Context: an optimization exercise on an open-source flow, tuned for small area, a short achievable clock period and few clock cycles per item. The choices shown serve that exercise and are no tape-out recipe.
Only simulation tests tie the RTL to the original design; equivalence was not proved.
Power is estimated from default activity; no workload was simulated.

`flow/run.sh`:
```
#!/bin/bash
# synth_recipe.tcl (not shown) runs the flow's synth.tcl, then flattens the netlist and writes it again
# the make line also repeats each setting of config.mk as NAME=value (left out here)
make -C /OpenROAD-flow-scripts/flow DESIGN_CONFIG=/design/flow/config.mk WORK_HOME=/design/flow/orfs CLKGATE_MAP_FILE= SYNTH_SCRIPT=/design/flow/synth_recipe.tcl finish
```
`flow/config.mk`:
```
export PLATFORM = sky130hd
export DESIGN_NAME = photre_enc
export DESIGN_NICKNAME = photre_enc
export VERILOG_FILES = /design/flow/design.v
export SDC_FILE = /design/flow/constraint.sdc
export NUM_CORES = 4
export LEC_CHECK = 0
export CAP_MARGIN = 20
export CORE_MARGIN = 2
export CORE_UTILIZATION = 40
export SLEW_MARGIN = 20
```
`flow/design.v`:
```
module photre_enc (
    input  wire        clk,
    input  wire        rst,           
    input  wire        start,
    output wire        ready,         
    input  wire [6:0]  cfg_width,     
    input  wire [4:0]  cfg_rows,      
    input  wire [1:0]  cfg_depth,     
    input  wire [4:0]  cfg_q,         
    input  wire        cfg_mono,      
    input  wire        px_valid,
    output wire        px_ready,
    input  wire [15:0] px_data,
    output reg         out_valid,
    output reg  [31:0] out_data,
    output reg         out_last,
    output reg  [4:0]  out_k0,
    output reg  [15:0] out_nbits
);
    function [4:0] mstep;
        input [4:0] r;
        input       b;
        input [4:0] q;
        reg   [5:0] t;
        begin
            t = {r, b};
            mstep = (t >= {1'b0, q}) ? (t - {1'b0, q}) : t[4:0];
        end
    endfunction
    function [4:0] mod6;
        input [4:0] r;
        input [5:0] x;
        input [4:0] q;
        integer i;
        reg   [4:0] t;
        begin
            t = r;
            for (i = 5; i >= 0; i = i - 1) t = mstep(t, x[i], q);
            mod6 = t;
        end
    endfunction
    function [4:0] mod5;
        input [4:0] r;
        input [4:0] x;
        input [4:0] q;
        integer i;
        reg   [4:0] t;
        begin
            t = r;
            for (i = 4; i >= 0; i = i - 1) t = mstep(t, x[i], q);
            mod5 = t;
        end
    endfunction
    function [4:0] maxm_f;
        input [5:0] idx;
        begin
            case (idx)
            6'd0: maxm_f = 5'd0;
            6'd1: maxm_f = 5'd0;
            6'd2: maxm_f = 5'd3;
            6'd3: maxm_f = 5'd1;
            6'd4: maxm_f = 5'd6;
            6'd5: maxm_f = 5'd0;
            6'd6: maxm_f = 5'd9;
            6'd7: maxm_f = 5'd3;
            6'd8: maxm_f = 5'd3;
            6'd9: maxm_f = 5'd16;
            6'd10: maxm_f = 5'd15;
            6'd11: maxm_f = 5'd11;
            6'd12: maxm_f = 5'd23;
            6'd13: maxm_f = 5'd24;
            6'd14: maxm_f = 5'd8;
            6'd15: maxm_f = 5'd0;
            6'd16: maxm_f = 5'd0;
            6'd17: maxm_f = 5'd0;
            6'd18: maxm_f = 5'd0;
            6'd19: maxm_f = 5'd0;
            6'd20: maxm_f = 5'd0;
            6'd21: maxm_f = 5'd3;
            6'd22: maxm_f = 5'd0;
            6'd23: maxm_f = 5'd0;
            6'd24: maxm_f = 5'd15;
            6'd25: maxm_f = 5'd10;
            6'd26: maxm_f = 5'd0;
            6'd27: maxm_f = 5'd1;
            6'd28: maxm_f = 5'd20;
            6'd29: maxm_f = 5'd18;
            6'd30: maxm_f = 5'd6;
            6'd31: maxm_f = 5'd3;
            6'd32: maxm_f = 5'd0;
            6'd33: maxm_f = 5'd0;
            6'd34: maxm_f = 5'd3;
            6'd35: maxm_f = 5'd3;
            6'd36: maxm_f = 5'd3;
            6'd37: maxm_f = 5'd4;
            6'd38: maxm_f = 5'd3;
            6'd39: maxm_f = 5'd3;
            6'd40: maxm_f = 5'd12;
            6'd41: maxm_f = 5'd5;
            6'd42: maxm_f = 5'd3;
            6'd43: maxm_f = 5'd7;
            6'd44: maxm_f = 5'd8;
            6'd45: maxm_f = 5'd21;
            6'd46: maxm_f = 5'd27;
            6'd47: maxm_f = 5'd15;
            6'd48: maxm_f = 5'd0;
            6'd49: maxm_f = 5'd0;
            6'd50: maxm_f = 5'd0;
            6'd51: maxm_f = 5'd1;
            6'd52: maxm_f = 5'd6;
            6'd53: maxm_f = 5'd8;
            6'd54: maxm_f = 5'd2;
            6'd55: maxm_f = 5'd0;
            6'd56: maxm_f = 5'd0;
            6'd57: maxm_f = 5'd4;
            6'd58: maxm_f = 5'd15;
            6'd59: maxm_f = 5'd8;
            6'd60: maxm_f = 5'd10;
            6'd61: maxm_f = 5'd6;
            6'd62: maxm_f = 5'd24;
            6'd63: maxm_f = 5'd1;
            endcase
        end
    endfunction
    reg rst_r;
    always @(posedge clk) rst_r <= rst;
    wire srst = rst_r;
    reg        ready_r, pxr_r;
    assign ready    = ready_r;
    assign px_ready = pxr_r;
    reg        pnd;
    reg [6:0]  pW;
    reg [4:0]  pR;
    reg [1:0]  pD;
    reg [4:0]  pQ;
    reg        pM;
    reg [6:0]  cW;
    reg [4:0]  cR;
    reg [1:0]  cD;
    reg [4:0]  cQ;
    reg        cM;
    wire acc_start = start & ready_r;
    always @(posedge clk) begin
        if (acc_start) begin
            pW <= cfg_width;
            pR <= cfg_rows;
            pD <= cfg_depth;
            pQ <= cfg_q;
            pM <= cfg_mono;
        end
    end
    wire        p2 = ~cM;
    reg  [15:0] maxv;
    reg  [15:0] first;
    always @* begin
        case (cD)
            2'd0: begin maxv = 16'h03ff; first = 16'h0200; end
            2'd1: begin maxv = 16'h0fff; first = 16'h0800; end
            2'd2: begin maxv = 16'h3fff; first = 16'h2000; end
            default: begin maxv = 16'hffff; first = 16'h8000; end
        endcase
    end
    reg  [4:0]  maxm;                  
    wire [4:0]  pmaxm = maxm_f({pD, pQ[4:1]});
    wire [3:0]  hq   = cQ[4:1];
    wire [6:0]  Wv   = (cW < 7'd5) ? 7'd5 : cW;
    wire [5:0]  N0v  = (Wv > 7'd32) ? 6'd32 : Wv[5:0];
    wire [7:0]  pWv  = p2 ? {Wv, 1'b0} : {1'b0, Wv};
    wire [4:0]  Aln  = N0v[4:0] - 5'd5;            
    wire [6:0]  Bln  = pWv[6:0] - {1'b0, N0v};     
    reg        in_act;
    reg [6:0]  in_x;
    reg [4:0]  in_r;
    wire       in_last = (in_x == pW - 7'd1) && (in_r == pR - 5'd1);
    wire       take    = px_valid & pxr_r;
    always @(posedge clk) begin
        if (srst) begin
            in_act <= 1'b0;
        end else if (acc_start) begin
            in_act <= 1'b1;
            in_x   <= 7'd0;
            in_r   <= 5'd0;
        end else if (take) begin
            if (in_x == pW - 7'd1) begin
                in_x <= 7'd0;
                in_r <= in_r + 5'd1;
                if (in_r == pR - 5'd1) in_act <= 1'b0;
            end else begin
                in_x <= in_x + 7'd1;
            end
        end
    end
    reg        r0v;
    reg [15:0] d0;
    localparam F_REAL = 0, F_CODE = 1, F_GEND = 2, F_SEND = 3,
               F_NOA = 4, F_NOB = 5, F_RP = 6, F_N0 = 7;
    localparam PH_IDLE = 3'd0, PH_P1 = 3'd1, PH_RP = 3'd2, PH_NM = 3'd3, PH_FL = 3'd4;
    reg [2:0]  ph;
    reg [6:0]  x;
    reg [4:0]  r;
    reg [1:0]  fcnt;
    reg        it_val, it_in;
    reg [7:0]  it_fl;
    reg [2:0]  nx_ph;
    reg [6:0]  nx_x;
    reg [4:0]  nx_r;
    reg [1:0]  nx_fcnt;
    reg        it_real;
    always @* begin
        it_val  = 1'b0;
        it_in   = 1'b0;
        it_fl   = 8'd0;
        nx_ph   = ph;
        nx_x    = x;
        nx_r    = r;
        nx_fcnt = fcnt;
        it_real = (x < cW);
        case (ph)
        PH_P1, PH_RP, PH_NM: begin
            it_val = 1'b1;
            it_in  = it_real && (ph != PH_RP);
            it_fl[F_REAL] = it_real;
            it_fl[F_CODE] = it_real && (ph != PH_P1);
            it_fl[F_GEND] = it_real && ((x == cW - 7'd1) || (x[4:0] == 5'd31));
            it_fl[F_SEND] = it_real && (ph != PH_P1) && (x == cW - 7'd1) && (r == cR - 5'd1);
            it_fl[F_NOA]  = p2 ? (x < 7'd2) : (x == 7'd0);
            it_fl[F_NOB]  = p2 ? (r < 5'd2) : (r == 5'd0);
            it_fl[F_RP]   = (ph == PH_RP);
            it_fl[F_N0]   = (ph != PH_NM);
            if (ph == PH_P1) begin
                if (x == {1'b0, N0v} - 7'd1) begin
                    nx_ph = PH_RP;
                    nx_x  = 7'd0;
                end else begin
                    nx_x  = x + 7'd1;
                end
            end else if (ph == PH_RP) begin
                if (x == {1'b0, N0v} - 7'd1) begin
                    if ({1'b0, N0v} == Wv) begin
                        nx_x = 7'd0;
                        if (cR == 5'd1) begin
                            nx_ph   = PH_FL;
                            nx_fcnt = 2'd0;
                        end else begin
                            nx_ph = PH_NM;
                            nx_r  = 5'd1;
                        end
                    end else begin
                        nx_ph = PH_NM;
                        nx_x  = x + 7'd1;
                    end
                end else begin
                    nx_x = x + 7'd1;
                end
            end else begin
                if (x == Wv - 7'd1) begin
                    nx_x = 7'd0;
                    if (r == cR - 5'd1) begin
                        nx_ph   = PH_FL;
                        nx_fcnt = 2'd0;
                    end else begin
                        nx_r = r + 5'd1;
                    end
                end else begin
                    nx_x = x + 7'd1;
                end
            end
        end
        PH_FL: begin
            it_val  = 1'b1;
            nx_fcnt = fcnt + 2'd1;
            if (fcnt == 2'd2) nx_ph = PH_IDLE;
        end
        default: ;
        endcase
    end
    reg [7:0]  f1, f2, f3;
    reg [15:0] v1, v2, v3;
    reg [4:0]  vr1, br1, vr2, br2, vm3, bm3;
    reg [15:0] c2, c3;
    reg        cgeb3, cleb3;
    reg        live;
    reg [6:0]  rot;
    reg        pkst_r;
    wire aligned = ~live | (rot == 7'd0);
    wire fadv    = it_val & aligned & ~pkst_r & (~it_in | r0v) & ~srst;
    wire consume = fadv & it_in;
    wire r0free  = ~r0v | consume;
    wire act     = pnd & ((ph == PH_IDLE) | ((ph == PH_FL) & (fcnt == 2'd2) & fadv)) & ~srst;
    reg  [15:0]      E1, E2, T1, T2, T3;
    reg  [16*1-1:0]  sA1;
    reg  [16*2-1:0]  sA2;
    reg  [16*4-1:0]  sA4;
    reg  [16*8-1:0]  sA8;
    reg  [16*12-1:0] sA12;
    reg  [16*1-1:0]  sB1;
    reg  [16*2-1:0]  sB2;
    reg  [16*4-1:0]  sB4;
    reg  [16*8-1:0]  sB8;
    reg  [16*16-1:0] sB16;
    reg  [16*32-1:0] sB32;
    reg  [16*33-1:0] sB33;
    wire [6:0]  pWv_ = (pW < 7'd5) ? 7'd5 : pW;
    wire [5:0]  pN0v = (pWv_ > 7'd32) ? 6'd32 : pWv_[5:0];
    wire [7:0]  ppWv = pM ? {1'b0, pWv_} : {pWv_, 1'b0};
    wire [4:0]  pAln = pN0v[4:0] - 5'd5;
    wire [6:0]  pBln = ppWv[6:0] - {1'b0, pN0v};
    reg         a12;
    reg  [3:0]  Arst;
    reg         b33n;
    reg  [5:0]  Brn;
    wire        b33  = b33n & ~f1[F_N0];
    wire [5:0]  Brst = Brn & {6{~f1[F_N0]}};
    wire [15:0] ch0 = E2;
    wire [15:0] ch1 = Arst[0] ? sA1[15:0]            : ch0;
    wire [15:0] ch2 = Arst[1] ? sA2[16*2-1 -: 16]    : ch1;
    wire [15:0] ch3 = Arst[2] ? sA4[16*4-1 -: 16]    : ch2;
    wire [15:0] ch4 = Arst[3] ? sA8[16*8-1 -: 16]    : ch3;
    wire [15:0] ch5 = a12     ? sA12[16*12-1 -: 16]  : ch4;
    wire [15:0] ch6 = Brst[0] ? sB1[15:0]            : ch5;
    wire [15:0] ch7 = Brst[1] ? sB2[16*2-1 -: 16]    : ch6;
    wire [15:0] ch8 = Brst[2] ? sB4[16*4-1 -: 16]    : ch7;
    wire [15:0] ch9 = Brst[3] ? sB8[16*8-1 -: 16]    : ch8;
    wire [15:0] chA = Brst[4] ? sB16[16*16-1 -: 16]  : ch9;
    wire [15:0] chB = Brst[5] ? sB32[16*32-1 -: 16]  : chA;
    wire [15:0] chC = b33     ? sB33[16*33-1 -: 16]  : chB;
    wire [15:0] rec;       
    wire [4:0]  recm;
    always @(posedge clk) begin
        E1   <= fadv ? rec : T3;
        E2   <= E1;
        sA1  <= ch0;
        sA2  <= {sA2[15:0], ch1};
        sA4  <= {sA4[16*3-1:0], ch2};
        sA8  <= {sA8[16*7-1:0], ch3};
        sA12 <= {sA12[16*11-1:0], ch4};
        sB1  <= ch5;
        sB2  <= {sB2[15:0], ch6};
        sB4  <= {sB4[16*3-1:0], ch7};
        sB8  <= {sB8[16*7-1:0], ch8};
        sB16 <= {sB16[16*15-1:0], ch9};
        sB32 <= {sB32[16*31-1:0], chA};
        sB33 <= {sB33[16*32-1:0], chB};
        T1   <= chC;
        T2   <= T1;
        T3   <= T2;
    end
    reg [4:0] am1, am2, bm1, bm2;
    wire [15:0] vs0 = it_fl[F_RP] ? chC : (d0 & maxv);
    wire [15:0] bs0 = it_fl[F_NOB] ? first : chC;
    wire [4:0]  vr0 = mod6(5'd0, vs0[15:10], cQ);
    wire [4:0]  br0 = mod6(5'd0, bs0[15:10], cQ);
    wire [15:0] b1s = f1[F_NOB] ? first : T1;
    wire [15:0] c1s = p2 ? T3 : T2;
    wire [4:0]  vr  = mod5(vr1, v1[9:5], cQ);
    wire [4:0]  br  = mod5(br1, b1s[9:5], cQ);
    wire [15:0] b2s  = f2[F_NOB] ? first : T2;
    wire [4:0]  vm   = mod5(vr2, v2[4:0], cQ);
    wire [4:0]  bm   = mod5(br2, b2s[4:0], cQ);
    wire        cgeb = (c2 >= b2s);
    wire        cleb = (c2 <= b2s);
    wire [15:0] b3 = f3[F_NOB] ? first : T3;
    wire [15:0] a3 = p2 ? E2 : E1;
    wire [4:0]  am = p2 ? am2 : am1;
    wire [4:0]  cm = p2 ? bm2 : bm1;
    wire agtb = (a3 > b3);
    wire cgea = (c3 >= a3);
    wire clea = (c3 <= a3);
    wire cmax = cgea & cgeb3;
    wire cmin = clea & cleb3;
    wire selB = f3[F_NOA] | (~f3[F_NOB] & ((cmax & agtb) | (~cmax & cmin & ~agtb)));
    wire selC = ~f3[F_NOA] & ~f3[F_NOB] & ~cmax & ~cmin;
    wire signed [6:0] bc0  = $signed({2'b00, bm3}) - $signed({2'b00, cm});
    wire        [4:0] bcm  = bc0[6] ? (bc0[4:0] + cQ) : bc0[4:0];
    wire        [5:0] abc0 = {1'b0, am} + {1'b0, bcm};
    wire        [4:0] abcm = (abc0 >= {1'b0, cQ}) ? (abc0[4:0] - cQ) : abc0[4:0];
    wire [10:0] vhi   = v3[15:5];
    wire [10:0] vhi_p = vhi + 11'd1;
    wire [10:0] vhi_m = vhi - 11'd1;
    wire        vhi_z = (vhi == 11'd0);
    wire        vhi_f = (vhi == 11'h7ff);
    function [6:0] rlo;
        input [4:0]  pm;
        input [4:0]  vmv;
        input [4:0]  vlo;
        input [4:0]  q;
        input [3:0]  h;
        reg signed [6:0]  dd0;
        reg signed [6:0]  dd;
        reg signed [6:0]  lo;
        begin
            dd0 = $signed({2'b00, pm}) - $signed({2'b00, vmv});
            if (dd0 > $signed({3'b000, h}))
                dd = dd0 - $signed({2'b00, q});
            else if (dd0 < -$signed({3'b000, h}))
                dd = dd0 + $signed({2'b00, q});
            else
                dd = dd0;
            lo  = $signed({2'b00, vlo}) + dd;         
            rlo = {lo[6], ~lo[6] & lo[5], lo[4:0]};
        end
    endfunction
    wire [6:0]  lA = rlo(am,   vm3, v3[4:0], cQ, hq);
    wire [6:0]  lB = rlo(bm3,  vm3, v3[4:0], cQ, hq);
    wire [6:0]  lC = rlo(abcm, vm3, v3[4:0], cQ, hq);
    wire [6:0]  lS = selB ? lB : selC ? lC : lA;
    wire [4:0]  pmS = selB ? bm3 : selC ? abcm : am;
    wire [10:0] hiS  = lS[6] ? vhi_m : lS[5] ? vhi_p : vhi;
    wire        rneg = lS[6] & vhi_z;
    wire [16:0] ru   = {lS[5] & vhi_f, hiS, lS[4:0]};
    reg         rovf;
    always @* begin
        case (cD)
            2'd0: rovf = |ru[15:10];
            2'd1: rovf = |ru[15:12];
            2'd2: rovf = |ru[15:14];
            default: rovf = ru[16];
        endcase
    end
    assign rec  = rneg ? 16'd0 : rovf ? maxv : ru[15:0];
    assign recm = rneg ? 5'd0  : rovf ? maxm : pmS;
    wire [15:0] abc  = a3 + b3 - c3;
    wire [15:0] Psel = selB ? b3 : selC ? abc : a3;
    wire [17:0] rus  = {rneg, rneg | ru[16], ru[15:0]};
    wire [17:0] ee   = rus - {2'b00, Psel};
    wire [17:0] en   = {2'b00, Psel} - rus;
    wire        eneg = ee[17];
    wire [16:0] emag = eneg ? en[16:0] : ee[16:0];
    wire ben = ~pkst_r;
    reg        r4v, r5v, r6v, r7v;
    reg [2:0]  f4, f5, f6;           
    reg [16:0] mag4;
    reg        neg4, neg5, neg6;
    reg [4:0]  q4, q5;
    reg [4:0]  rem5;
    reg [7:0]  qh5, lo5;
    reg [15:0] Q6;
    reg [4:0] dv_r;
    reg [7:0] dv_qh;
    integer   di;
    always @* begin
        dv_r = {4'd0, mag4[16]};
        for (di = 15; di >= 8; di = di - 1) begin
            dv_qh[di-8] = ({dv_r, mag4[di]} >= {1'b0, q4});
            dv_r = mstep(dv_r, mag4[di], q4);
        end
    end
    reg [4:0] dl_r;
    reg [7:0] dl_q;
    integer   dj;
    always @* begin
        dl_r = rem5;
        for (dj = 7; dj >= 0; dj = dj - 1) begin
            dl_q[dj] = ({dl_r, lo5[dj]} >= {1'b0, q5});
            dl_r = mstep(dl_r, lo5[dj], q5);
        end
    end
    wire [16:0] m6 = neg6 ? ({Q6, 1'b0} - 17'd1) : {Q6, 1'b0};
    reg  [22:0] sacc;             
    reg  [5:0]  gcnt;
    reg  [4:0]  kcur, k0r;
    wire [22:0] sm1 = sacc + {6'd0, m6};
    wire [5:0]  gn  = gcnt + 6'd1;
    reg  [4:0]  knew;
    reg  [16:0] kok;
    wire [27:0] smx = {6'd0, sm1[21:0]};
    reg  [16:0] hiz;                  
    integer     kj;
    always @* begin
        hiz[16] = 1'b0;
        for (kj = 15; kj >= 0; kj = kj - 1)
            hiz[kj] = hiz[kj+1] | smx[kj + 6];
    end
    integer     ki;
    always @* begin
        for (ki = 0; ki < 17; ki = ki + 1)
            kok[ki] = sm1[22] | ((~|hiz[ki]) & (smx[ki +: 6] < gn));
        knew = 5'd17;
        for (ki = 16; ki >= 0; ki = ki - 1)
            if (kok[ki]) knew = ki[4:0];
    end
    wire [16:0] u6   = m6 >> kcur;
    wire        esc6 = (|u6[16:5]) | (u6[4] & u6[3]);
    wire [16:0] lowm = m6 & ~(17'h1ffff << kcur);
    wire [17:0] fld6 = esc6 ? {1'b0, m6} : {lowm, 1'b1};
    wire [4:0]  off6 = esc6 ? 5'd24 : u6[4:0];
    wire [5:0]  cln6 = esc6 ? 6'd45 : ({1'b0, u6[4:0]} + {1'b0, kcur} + 6'd1);
    reg  [17:0] fld7;
    reg  [4:0]  off7;
    reg  [5:0]  cln7;
    reg         snd7;
    reg  [95:0] pacc;
    reg  [6:0]  pn;
    reg         pfl;
    reg  [15:0] nbits;
    wire        pk_in  = r7v & ~pkst_r;
    wire [6:0]  psh    = pn + {2'd0, off7};
    wire [95:0] pins   = {78'd0, fld7} << psh;
    wire [95:0] pT     = pk_in ? (pacc | pins) : pacc;
    wire [7:0]  pnt    = pk_in ? ({1'b0, pn} + {2'd0, cln7}) : {1'b0, pn};
    wire        pend_s = pfl | (pk_in & snd7);
    wire        pemit  = pend_s | (pnt >= 8'd32);
    wire        plast  = pend_s & (pnt <= 8'd32);
    wire [6:0]  pn_nx  = pemit ? ((pnt > 8'd32) ? (pnt[6:0] - 7'd32) : 7'd0) : pnt[6:0];
    wire        pfl_nx = pend_s & (pnt > 8'd32);
    wire        r7v_nx  = ben ? (r6v & f6[0]) : r7v;
    wire [5:0]  cln7_nx = ben ? cln6 : cln7;
    wire        pkst_nx = r7v_nx & (pfl_nx | (({1'b0, pn_nx} + {2'd0, cln7_nx}) > 8'd96));
    wire [7:0]  Lcur   = f1[F_N0] ? {2'd0, N0v} : pWv;
    reg         live_nx;
    reg  [6:0]  rot_nx;
    always @* begin
        live_nx = live;
        rot_nx  = rot;
        if (act) begin
            live_nx = 1'b0;
            rot_nx  = 7'd0;
        end else if (fadv) begin
            if (f3[F_N0]) live_nx = 1'b1;
        end else if (live) begin
            rot_nx = ({1'b0, rot} == Lcur - 8'd1) ? 7'd0 : rot + 7'd1;
        end
    end
    wire aligned_nx = ~live_nx | (rot_nx == 7'd0);
    wire [2:0]  ph_nx  = act ? PH_P1 : (fadv ? nx_ph : ph);
    wire [6:0]  x_nx   = act ? 7'd0  : (fadv ? nx_x  : x);
    wire [6:0]  W_nx   = act ? pW : cW;
    wire        in_nx  = ((ph_nx == PH_P1) | (ph_nx == PH_NM)) & (x_nx < W_nx);
    wire        r0v_pr = pxr_r | (r0v & ~consume);
    wire        cons_pr = in_nx & aligned_nx & ~pkst_nx;
    wire        inact_pr = in_act & ~(pxr_r & in_last);
    wire        pxr_nx = ~rst & ~srst & inact_pr & (~r0v_pr | cons_pr);
    wire        rdy_nx = ~rst & ~srst & ~inact_pr & ~pnd & ~acc_start;
    always @(posedge clk) begin
        pxr_r   <= pxr_nx;
        ready_r <= rdy_nx;
    end
    always @(posedge clk) begin
        if (r0free) d0 <= px_data;
    end
    always @(posedge clk) begin
        if (srst) begin
            pnd    <= 1'b0;
            ph     <= PH_IDLE;
            x      <= 7'd0;
            r      <= 5'd0;
            fcnt   <= 2'd0;
            r0v    <= 1'b0;
            f1     <= 8'd0;
            f2     <= 8'd0;
            f3     <= 8'd0;
            live   <= 1'b0;
            rot    <= 7'd0;
        end else begin
            if (acc_start) pnd <= 1'b1;
            r0v  <= take | (r0v & ~consume);
            live <= live_nx;
            rot  <= rot_nx;
            if (act) begin
                pnd <= 1'b0;
                cW  <= pW;
                cR  <= pR;
                cD  <= pD;
                cQ  <= pQ;
                cM  <= pM;
                maxm <= pmaxm;
                a12  <= (pAln >= 5'd12);
                Arst <= (pAln >= 5'd12) ? (pAln[3:0] - 4'd12) : pAln[3:0];
                b33n <= (pBln >= 7'd33);
                Brn  <= (pBln >= 7'd33) ? (pBln[5:0] - 6'd33) : pBln[5:0];
                ph  <= PH_P1;
                x   <= 7'd0;
                r   <= 5'd0;
            end else if (fadv) begin
                ph   <= nx_ph;
                x    <= nx_x;
                r    <= nx_r;
                fcnt <= nx_fcnt;
            end
            if (fadv) begin
                f1 <= it_fl;
                f2 <= f1;
                f3 <= f2;
            end
        end
    end
    always @(posedge clk) begin
        if (fadv) begin
            v1    <= vs0;
            vr1   <= vr0;
            br1   <= br0;
            v2    <= v1;
            vr2   <= vr;
            br2   <= br;
            c2    <= c1s;
            v3    <= v2;
            vm3   <= vm;
            bm3   <= bm;
            c3    <= c2;
            cgeb3 <= cgeb;
            cleb3 <= cleb;
            am1   <= recm;
            am2   <= am1;
            bm1   <= bm3;
            bm2   <= bm1;
        end
    end
    always @(posedge clk) begin
        if (srst) begin
            r4v <= 1'b0;
            r5v <= 1'b0;
            r6v <= 1'b0;
            r7v <= 1'b0;
            sacc <= 23'h7fffff;
            gcnt <= 6'd0;
        end else if (ben) begin
            r4v <= fadv & f3[F_REAL];
            r5v <= r4v;
            r6v <= r5v;
            r7v <= r6v & f6[0];
            if (r6v) begin
                if (f6[1]) begin
                    sacc <= 23'h7fffff;
                    gcnt <= 6'd0;
                end else begin
                    sacc <= sm1;
                    gcnt <= gn;
                end
            end
        end
    end
    always @(posedge clk) begin
        if (ben) begin
            f4   <= {f3[F_SEND], f3[F_GEND], f3[F_CODE]};
            mag4 <= emag;
            neg4 <= eneg;
            q4   <= cQ;
            f5   <= f4;
            neg5 <= neg4;
            q5   <= q4;
            rem5 <= dv_r;
            qh5  <= dv_qh;
            lo5  <= mag4[7:0];
            f6   <= f5;
            neg6 <= neg5;
            Q6   <= {qh5, dl_q};
            fld7 <= fld6;
            off7 <= off6;
            cln7 <= cln6;
            snd7 <= f6[2];
            if (r6v & f6[1]) begin
                kcur <= knew;
                if (!f6[0]) k0r <= knew;
            end
            if (r6v & f6[2]) out_k0 <= k0r;
        end
    end
    always @(posedge clk) begin
        if (srst) begin
            pacc   <= 96'd0;
            pn     <= 7'd0;
            pfl    <= 1'b0;
            pkst_r <= 1'b0;
            nbits  <= 16'd0;
        end else begin
            pacc   <= pemit ? (pT >> 32) : pT;
            pn     <= pn_nx;
            pfl    <= pfl_nx;
            pkst_r <= pkst_nx;
            if (pk_in) begin
                if (snd7) begin
                    nbits     <= 16'd0;
                    out_nbits <= nbits + {10'd0, cln7};
                end else begin
                    nbits <= nbits + {10'd0, cln7};
                end
            end
        end
    end
    always @(posedge clk) begin
        out_valid <= pemit & ~rst & ~srst;
        out_last  <= plast & ~rst & ~srst;
        out_data  <= pT[31:0];
    end
endmodule
```
`flow/constraint.sdc`:
```
create_clock -name core_clock -period 70.0 [get_ports {clk}]
set_input_delay 14.0000 -clock core_clock [delete_from_list [all_inputs] [get_ports {clk}]]
set_output_delay 14.0000 -clock core_clock [all_outputs]
set_load 0.01 [all_outputs]
```
==> reports/summary.json, run 1 <==
{
  "critical_path_arrival": {"value": 1930, "unit": "ps"},
  "post_synth_main_area_contributors": {"value": "sky130_fd_sc_hd__dfxtp_1, sky130_fd_sc_hd__edfxtp_1, sky130_fd_sc_hd__ha_1, sky130_fd_sc_hd__a21oi_1, sky130_fd_sc_hd__xnor2_1"},
  "post_drt_wl_per_cell": {"value": 17.3, "unit": "microns"},
  "detail_route.iter0.violations": {"value": 3044},
  "drive_gt1_share": {"value": 10.4, "unit": "%"},
  "finalHoldViolCount": {"value": 0},
  "yosysWarningCount": {"value": 1},
  "io-pin-count": {"value": 97},
  "hold_path.class": {"value": "register to register"},
  "final_common_cell": {"value": "sky130_fd_sc_hd__dfxtp_1"},
  "floorplan.core_area": {"value": 235000, "unit": "sq um"},
  "max_stage_delay": {"value": 600, "unit": "ps"},
  "area_share_of_the_largest_cell_type_after_synthesis": {"value": 48.4, "unit": "%"},
  "design.final.nets": {"value": 8968},
  "clk_root_buffer_cell": {"value": "sky130_fd_sc_hd__clkbuf_16"},
  "detail_route.drc_violations": {"value": 0},
  "grt_pass1_wl": {"value": 318000, "unit": "microns"},
  "maxCapViolCount": {"value": 0},
  "power.density_cell_area": {"value": 53.5, "unit": "nW/um^2"},
  "grt_max_degree": {"value": 91},
  "worstSetupStartpointType": {"value": "register"},
  "synth_area": {"value": 94800, "unit": "sq um"},
  "synthToLayoutAreaGrowth": {"value": 14.4, "unit": "%"},
  "switching_share": {"value": 35.5, "unit": "%"},
  "synth_area_leader_cell": {"value": "sky130_fd_sc_hd__dfxtp_1"},
  "power.leakage": {"value": 45.7, "unit": "nW"},
  "antenna_found_initial": {"value": 6},
  "max-clock-path-buffers": {"value": 4},
  "tritoncts": {"value": "yes"},
  "finalSetupViolCount": {"value": 0},
  "timing.critical_path.fanout_max": {"value": 4},
  "cts_post_setup_buffers_inserted": {"value": 0},
  "grtUsageTotal": {"value": 16.3, "unit": "%"},
  "synth_edf_count": {"value": 348},
  "rsz0062_at_grt": {"value": "no"},
  "cts_resized": {"value": 0},
  "synth-async-reset-ratio": {"value": 0, "unit": "%"},
  "drt_first_pass_iters": {"value": 7},
  "overflow": {"value": 0},
  "synth.net_count": {"value": 8730},
  "reg2reg_slack": {"value": 54640, "unit": "ps"},
  "die_area": {"value": 241000, "unit": "sq um"},
  "avgSynthCellArea": {"value": 11.9, "unit": "sq um"},
  "routed_wirelength": {"value": 200000, "unit": "microns"},
  "post_synth_inst_count": {"value": 7984},
  "crit_path_cell_trace": {"value": "clkdlybuf4s50_1"},
  "via_count_of_the_first_global_routing_pass": {"value": 56700},
  "yosysUniqueCellTypes": {"value": 114},
  "worst_slew_pin_slew": {"value": 1050, "unit": "ps"},
  "worstPathRequired": {"value": 56000, "unit": "ps"},
  "critical-path-top-delay-family": {"value": "buffers and inverters"},
  "comb_power_share": {"value": 45.6, "unit": "%"},
  "synth-seq-cells": {"value": 2642},
  "power.share.sequential": {"value": 29.9, "unit": "%"},
  "totalNegativeSetupSlack": {"value": 0, "unit": "ps"},
  "achievable-frequency": {"value": 62.8, "unit": "MHz"},
  "mostFrequentLayoutCells": {"value": "sky130_fd_sc_hd__dfxtp_1, sky130_fd_sc_hd__ha_1, sky130_fd_sc_hd__a21oi_1"},
  "worst_setup_hold_path_clk_slew": {"value": 60, "unit": "ps"},
  "floorplan.initialDensity": {"value": 40.3, "unit": "%"},
  "clock_power_share": {"value": 24.5, "unit": "%"},
  "irDropWorstVdd": {"value": 0.331, "unit": "mV"},
  "tritoncts_num_sinks": {"value": 2642},
  "finished_cell_area": {"value": 108000, "unit": "sq um"},
  "worstSetupPathType": {"value": "register to output port"},
  "finClkSkew": {"value": 76.4, "unit": "ps"},
  "final_min_period_over_clock_period": {"value": 22.8, "unit": "%"},
  "worst_skew_pair_later_pin_latency": {"value": 910, "unit": "ps"},
  "dpl.hpwl": {"value": 139000, "unit": "microns"},
  "cellInternalPower": {"value": 0.00375, "unit": "W"},
  "cts_buffers": {"value": 277},
  "drt-vias-per-instance": {"value": 4.96},
  "gpl.final_weighted_congestion": {"value": 0.892},
  "max-slew-margin-rel": {"value": 29.7, "unit": "%"},
  "cts_hold_buffers": {"value": 0},
  "ctsHtreeMaxLevel": {"value": 5},
  "reg2reg_depth": {"value": 53},
  "final.min_clock_period": {"value": 15930, "unit": "ps"},
  "critical_path_buf_inv_count": {"value": 1},
  "total_power": {"value": 0.00580, "unit": "W"},
  "timing.final.max_slew_violations": {"value": 0},
  "portBuffers": {"value": 96},
  "fillers": {"value": 21100},
  "synth_seq_area_share": {"value": 59.4, "unit": "%"},
  "post_dp_cell_area": {"value": 99600, "unit": "sq um"},
  "cpMaxStageDelayCell": {"value": "sky130_fd_sc_hd__clkdlybuf4s50_1"},
  "die-width": {"value": 491, "unit": "microns"},
  "worst-path-stages": {"value": 1},
  "net-switching-power": {"value": 0.00206, "unit": "W"},
  "ys.flop_type": {"value": "sky130_fd_sc_hd__dfxtp_1"},
  "route.antenna.remaining_nets": {"value": 0},
  "std_cell_rows": {"value": 178},
  "outcome": {"value": "no timing/DRC/antenna violations"},
  "dieHeight": {"value": 491, "unit": "microns"},
  "vias": {"value": 57400},
  "whs_path_depth": {"value": 0},
  "capturing_element_type_of_the_critical_path": {"value": "output port"}
}
through the flow:
stage / hold WS [ps] / cells / util, % / setup slack [ps]
5_1_grt: 269 / 11600 / 46.1 / 53580
6_report: 266 / 11600 / 46.1 / 54070
3_3_place_gp: 310 / 11100 / 42.3 / 53980
3_5_place_dp: 312 / 11100 / 42.3 / 53930
4_1_cts: 262 / 11600 / 46.1 / 54020
2_1_floorplan: 310 / 7984 / - / 54850
registers in the layout, indices dropped and copies added (netlist names), 17 cells and up:
register / cells
fld7: 18
mag4: 17
out_data: 32
pacc: 96
sA12: 192
sA2: 32
sA4: 64
sA8: 128
sB16: 256
sB2: 32
sB32: 512
sB33: 528
sB4: 64
sB8: 128
sacc: 23
routing by layer:
layer	up-vias	global-route usage, %	part of all wire (%)
met2	1193	26.1	45
met3	363	2.42	4.1
met5	-	0	0
met1	27500	22.8	48
met4	0	5.00	2.7
li1	28300	-	-
power groups by stage:
| stage | clock [W] | combinational [W] | sequential, W |
|---|---|---|---|
| CTS | 0.00146 | 0.00264 | 0.00174 |
| global route | 0.00152 | 0.00301 | 0.00174 |
| detailed placement | 0 | 0.00263 | 0.00177 |
| floorplan | 0 | 0.00218 | 0.00175 |
| global placement | 0 | 0.00255 | 0.00177 |
| finish | 0.00142 | 0.00265 | 0.00173 |
cell families after synthesis:
family                   after synthesis  share of synthesized area (%)
flip-flops                          2642                           59.4
AND/OR/NAND/NOR                     1641                           8.30
AO/OA/AOI/OAI                       1576                           10.8
adder cells (fa/ha/maj)              706                           9.99
buffers and inverters                623                           2.56
multiplexers                         450                           5.71
XOR/XNOR                             346                           3.20
path summary, 6_finish.rpt:
path | start | end
worst max-delay path | pxr_r | px_ready
worst min-delay path | sB33[314] | sB33[330]
worst max register to register | cM | mag4[11]
worst min register to register | sB33[314] | sB33[330]
layout make-up:
| cell class | count | area (sq um) | area share [%] |
|---|---|---|---|
| Sequential cell | 2642 | 56400 | 52.0 |
| Antenna cell | 1 | 2.50 | 0.00231 |
| Multi-Input combinational cell | 4719 | 36100 | 33.3 |
| Tap cell | 3150 | 3940 | 3.63 |
| Timing Repair Buffer | 179 | 1580 | 1.46 |
| Clock buffer | 383 | 8010 | 7.39 |
| Inverter | 403 | 1520 | 1.41 |
| Clock inverter | 79 | 878 | 0.810 |
Yosys cell counts, drive strengths merged, types with 85 or more instances:
cell    number
nand2b     126
edfxtp     348
xor2       131
xnor2      215
nor3        98
dfxtp     2294
a21o       222
ha         621
inv        400
nand3       97
a21oi      512
mux2i      185
clkbuf     170
nor2b       91
mux2       260
nand2      489
fa          85
nor2       459
o21ai      303
Testbench counts, summed over its fixed seeds: cycles 102,185, pixels 98,304.
==> inputs of run 2 (changes only) <==
--- a/flow/config.mk
+++ b/flow/config.mk
@@ -7,5 +7,6 @@
 export LEC_CHECK = 0
 export CAP_MARGIN = 20
 export CORE_MARGIN = 2
-export CORE_UTILIZATION = 40
+export CORE_UTILIZATION = 55
+export CTS_BUF_LIST = sky130_fd_sc_hd__clkbuf_4 sky130_fd_sc_hd__clkbuf_8
 export SLEW_MARGIN = 20
==> reports/summary.json, run 2 <==
{
  "reg2reg_depth": {"value": 54, "change": "was 53"},
  "switching_share": {"value": 36.1, "unit": "%", "change": "was 35.5%"},
  "post_dp_cell_area": {"value": 98500, "unit": "sq um", "change": "was 99600 sq um"},
  "net-switching-power": {"value": 0.00205, "unit": "W", "change": "was 0.00206 W"},
  "drt-vias-per-instance": {"value": 5.27, "change": "was 4.96"},
  "dpl.hpwl": {"value": 139000, "unit": "microns", "change": "about the same"},
  "std_cell_rows": {"value": 152, "change": "was 178"},
  "worst_hold_path.endpoint": {"value": "sB33[279]", "change": "was sB33[330]"},
  "cts_resized": {"value": 0, "change": "unchanged"},
  "final.min_clock_period": {"value": 16040, "unit": "ps", "change": "was 15930 ps"},
  "finished_cell_area": {"value": 107000, "unit": "sq um", "change": "was 108000 sq um"},
  "ys.flop_type": {"value": "sky130_fd_sc_hd__dfxtp_1", "change": "unchanged"},
  "cellInternalPower": {"value": 0.00364, "unit": "W", "change": "was 0.00375 W"},
  "totalNegativeSetupSlack": {"value": 0, "unit": "ps", "change": "unchanged"},
  "worstPathRequired": {"value": 56000, "unit": "ps", "change": "about the same"},
  "dpl_worst_slack": {"value": 54110, "unit": "ps", "change": "was 53930 ps"},
  "global_route.peak_usage_layer": {"value": "met2", "change": "unchanged"},
  "synth-seq-cells": {"value": 2642, "change": "unchanged"},
  "largest_register_ffs": {"value": 528, "change": "unchanged"},
  "hold_start": {"value": "sB33[263]", "change": "was sB33[314]"},
  "whs_path_depth": {"value": 0, "change": "unchanged"},
  "gpl.final_weighted_congestion": {"value": 0.903, "change": "was 0.892"},
  "synth_most_common_cell": {"value": "sky130_fd_sc_hd__dfxtp_1", "change": "unchanged"},
  "drive_gt1_share": {"value": 13.4, "unit": "%", "change": "was 10.4%"},
  "finalSetupViolCount": {"value": 0, "change": "unchanged"},
  "worstSetupPathType": {"value": "register to output port", "change": "unchanged"},
  "floorplan.initialDensity": {"value": 55.3, "unit": "%", "change": "was 40.3%"},
  "drt_first_pass_iters": {"value": 7, "change": "unchanged"},
  "post_synth_inst_count": {"value": 7984, "change": "unchanged"},
  "fin_hold_ws": {"value": 273, "unit": "ps", "change": "was 266 ps"},
  "detail_route.drc_violations": {"value": 0, "change": "unchanged"},
  "portBuffers": {"value": 96, "change": "unchanged"},
  "worstSetupStartpointType": {"value": "register", "change": "unchanged"},
  "dieHeight": {"value": 419, "unit": "microns", "change": "was 491 microns"},
  "synthToLayoutAreaGrowth": {"value": 12.8, "unit": "%", "change": "was 14.4%"},
  "rsz0062_at_grt": {"value": "no", "change": "unchanged"},
  "antenna_found_initial": {"value": 4, "change": "was 6"},
  "yosysUniqueCellTypes": {"value": 114, "change": "unchanged"},
  "cpMaxStageDelayCell": {"value": "sky130_fd_sc_hd__clkdlybuf4s50_1", "change": "unchanged"},
  "max-slew-margin-rel": {"value": 27.2, "unit": "%", "change": "was 29.7%"},
  "gr-usage-met2": {"value": 36.4, "unit": "%", "change": "was 26.1%"},
  "hold_path.class": {"value": "register to register", "change": "unchanged"},
  "worst_skew_pair_later_pin_latency": {"value": 1070, "unit": "ps", "change": "was 910 ps"},
  "comb_power_share": {"value": 46.6, "unit": "%", "change": "was 45.6%"},
  "route.antenna.remaining_nets": {"value": 0, "change": "unchanged"},
  "grt_max_degree": {"value": 91, "change": "unchanged"},
  "irDropWorstVdd": {"value": 0.233, "unit": "mV", "change": "was 0.331 mV"},
  "die_area": {"value": 176000, "unit": "sq um", "change": "was 241000 sq um"},
  "synth-async-reset-ratio": {"value": 0, "unit": "%", "change": "unchanged"},
  "power.leakage": {"value": 45.8, "unit": "nW", "change": "was 45.7 nW"},
  "die-width": {"value": 419, "unit": "microns", "change": "was 491 microns"},
  "timing.critical_path.fanout_max": {"value": 4, "change": "unchanged"},
  "post_drt_wl_per_cell": {"value": 18.1, "unit": "microns", "change": "was 17.3 microns"},
  "ys_top_cells_by_count": {"value": "sky130_fd_sc_hd__dfxtp_1, sky130_fd_sc_hd__ha_1, sky130_fd_sc_hd__a21oi_1", "change": "unchanged"},
  "finalHoldViolCount": {"value": 0, "change": "unchanged"},
  "worst_setup_hold_path_clk_slew": {"value": 60, "unit": "ps", "change": "about the same"},
  "synth_edf_count": {"value": 348, "change": "unchanged"},
  "finalWorstSetupSlack": {"value": 53960, "unit": "ps", "change": "was 54070 ps"},
  "final_min_period_over_clock_period": {"value": 22.9, "unit": "%", "change": "was 22.8%"},
  "ctsHtreeMaxLevel": {"value": 5, "change": "unchanged"},
  "registers.top_by_ff_count": {"value": "sB33", "change": "unchanged"},
  "io-pin-count": {"value": 97, "change": "unchanged"},
  "reg2reg_launch_point": {"value": "cM", "change": "unchanged"},
  "avgSynthCellArea": {"value": 11.9, "unit": "sq um", "change": "unchanged"},
  "synth_area_leader_cell": {"value": "sky130_fd_sc_hd__dfxtp_1", "change": "unchanged"},
  "critical_path_arrival": {"value": 2040, "unit": "ps", "change": "was 1930 ps"},
  "vias": {"value": 57700, "change": "was 57400"},
  "gr-usage-met1": {"value": 31.4, "unit": "%", "change": "was 22.8%"},
  "area_share_of_the_largest_cell_type_after_synthesis": {"value": 48.4, "unit": "%", "change": "unchanged"},
  "tritoncts": {"value": "yes", "change": "unchanged"},
  "reg2reg_to": {"value": "mag4[11]", "change": "unchanged"},
  "power.density_cell_area": {"value": 53.2, "unit": "nW/um^2", "change": "was 53.5 nW/um^2"},
  "worst_slew_pin_slew": {"value": 1080, "unit": "ps", "change": "was 1050 ps"},
  "mostFrequentLayoutCells": {"value": "sky130_fd_sc_hd__dfxtp_1, sky130_fd_sc_hd__ha_1, sky130_fd_sc_hd__clkbuf_8", "change": "was sky130_fd_sc_hd__dfxtp_1, sky130_fd_sc_hd__ha_1, sky130_fd_sc_hd__a21oi_1"},
  "cts_hold_buffers": {"value": 0, "change": "unchanged"},
  "timing.final.max_slew_violations": {"value": 0, "change": "unchanged"},
  "achievable-frequency": {"value": 62.4, "unit": "MHz", "change": "was 62.8 MHz"},
  "synth_area": {"value": 94800, "unit": "sq um", "change": "unchanged"},
  "reg.largest.list": {"value": "sB33: 528 flops, sB32: 512 flops, sB16: 256 flops", "change": "unchanged"},
  "detail_route.iter0.violations": {"value": 3135, "change": "was 3044"},
  "critical-path-top-delay-family": {"value": "buffers and inverters", "change": "unchanged"},
  "capturing_element_type_of_the_critical_path": {"value": "output port", "change": "unchanged"},
  "outcome": {"value": "no timing/DRC/antenna violations", "change": "unchanged"},
  "synth.net_count": {"value": 8730, "change": "unchanged"},
  "cts_buffers": {"value": 399, "change": "was 277"},
  "routed_wirelength": {"value": 199000, "unit": "microns", "change": "was 200000 microns"},
  "floorplan.core_area": {"value": 172000, "unit": "sq um", "change": "was 235000 sq um"},
  "yosysWarningCount": {"value": 1, "change": "unchanged"},
  "overflow": {"value": 0, "change": "unchanged"},
  "critical_path_buf_inv_count": {"value": 1, "change": "unchanged"},
  "max-clock-path-buffers": {"value": 4, "change": "unchanged"},
  "post_synth_main_area_contributors": {"value": "sky130_fd_sc_hd__dfxtp_1, sky130_fd_sc_hd__edfxtp_1, sky130_fd_sc_hd__ha_1, sky130_fd_sc_hd__a21oi_1, sky130_fd_sc_hd__xnor2_1", "change": "unchanged"},
  "maxCapViolCount": {"value": 0, "change": "unchanged"},
  "cts_post_setup_buffers_inserted": {"value": 0, "change": "unchanged"},
  "grt_pass1_wl": {"value": 317000, "unit": "microns", "change": "was 318000 microns"},
  "final_common_cell": {"value": "sky130_fd_sc_hd__dfxtp_1", "change": "unchanged"},
  "reg2reg_slack": {"value": 54690, "unit": "ps", "change": "was 54640 ps"},
  "clock_power_share": {"value": 22.9, "unit": "%", "change": "was 24.5%"},
  "via_count_of_the_first_global_routing_pass": {"value": 57300, "change": "was 56700"},
  "finClkSkew": {"value": 84.6, "unit": "ps", "change": "was 76.4 ps"},
  "tritoncts_num_sinks": {"value": 2642, "change": "unchanged"},
  "synth_seq_area_share": {"value": 59.4, "unit": "%", "change": "unchanged"},
  "grt_use_met3": {"value": 3.33, "unit": "%", "change": "was 2.42%"},
  "grtUsageTotal": {"value": 22.7, "unit": "%", "change": "was 16.3%"},
  "crit_path_cell_trace": {"value": "clkdlybuf4s50_1", "change": "unchanged"},
  "power.share.sequential": {"value": 30.5, "unit": "%", "change": "was 29.9%"},
  "clk_root_buffer_cell": {"value": "sky130_fd_sc_hd__clkbuf_8", "change": "was sky130_fd_sc_hd__clkbuf_16"},
  "design.final.nets": {"value": 9087, "change": "was 8968"},
  "total_power": {"value": 0.00569, "unit": "W", "change": "was 0.00580 W"},
  "max_stage_delay": {"value": 590, "unit": "ps", "change": "was 600 ps"}
}
==> run 2: cell counts after synthesis <==
No cell type changed its count.
==> run 2: routing by layer <==
metal | wire [microns] | share of wire [%] | vias to the layer above
met2 | 90100 | 45 | 1152
met1 | 95200 | 48 | 27600
li1 | - | - | 28600
met4 | 6230 | 3.1 | 0
met3 | 7020 | 3.5 | 370
met5 | 0 | 0 | -
==> run 2: per-stage QoR <==
| step | utilization [%] | std cells |
|---|---|---|
| floorplan | - | 7984 |
| global placement | 57.4 | 10200 |
| global route | 62.4 | 10900 |
| CTS | 62.3 | 10900 |
| finish | 62.4 | 11000 |
| detailed placement | 57.4 | 10200 |
==> run 2: how the worst max path moves through the flow <==
stage	from	end	slack, ps	cells past startpoint
after detailed placement	start	ready_r	54110	6
after floorplan	start	in_r[0]	54850	3
final	pxr_r	px_ready	53960	1
after global placement	start	ready_r	54190	6
after CTS	pxr_r	px_ready	53870	1
after global routing	cM	mag4[11]	53420	54
==> run 2: final cells by class <==
class / count / area, sq um
fillers: 13800 / 64500
flip-flops and latches: 2642 / 56400
multi-input cells: 4719 / 36100
clock buffers: 618 / 7720
well taps: 2310 / 2890
repair buffers: 176 / 1590
inverters: 403 / 1520
clock inverters: 74 / 743
diodes: 9 / 22.5
==> run 2: logic make-up after synthesis <==
| family | Yosys count | share of synthesized area (%) |
|---|---|---|
| AND/OR/NAND/NOR | 1641 | 8.30 |
| multiplexers | 450 | 5.71 |
| AO/OA/AOI/OAI | 1576 | 10.8 |
| adder cells (fa/ha/maj) | 706 | 9.99 |
| buffers and inverters | 623 | 2.56 |
| XOR/XNOR | 346 | 3.20 |
| flip-flops | 2642 | 59.4 |
==> run 2: power groups by stage <==
stage	clock [W]	combinational (W)	sequential, W
final	0.00130	0.00265	0.00173
after global routing	0.00141	0.00301	0.00174
after CTS	0.00134	0.00265	0.00174
after detailed placement	0	0.00263	0.00177
after global placement	0	0.00257	0.00177
after floorplan	0	0.00218	0.00175

## separate check: timing with driven ports
How much do the figures lean on ideal ports? The routed layouts below were timed once more, with nothing changed but the port constraints. Step 1 sets driving cells, clkbuf_16 on the clock port and buf_2 on the other inputs (assumed; they add their load-dependent delay and slew). Step 2 adds t to the input delays and takes it off the output delays; t is the mean of the earliest and latest rising clock arrival at the registers after step 1. Input paths then give back, and output paths get back, about the clock's delay inside the block. a / b / c = ideal ports / drivers / drivers and shift; a / b = the first two.
run	t (ns)	slack for setup (ns)	worst setup path after step 2	clock arrival spread, ns	worst slew at a driven data input, ns
run 1	0.961	54.069 / 53.980 / 53.850	input to register	0.084 / 0.084	0.04
run 2	1.095	53.962 / 53.880 / 54.115	input to register	0.108 / 0.107	0.04
After both steps setup and hold are still met in every run listed. For run 1, which loses most, drivers alone change the setup slack by -0.089 ns; drivers and shift together by -0.219 ns.
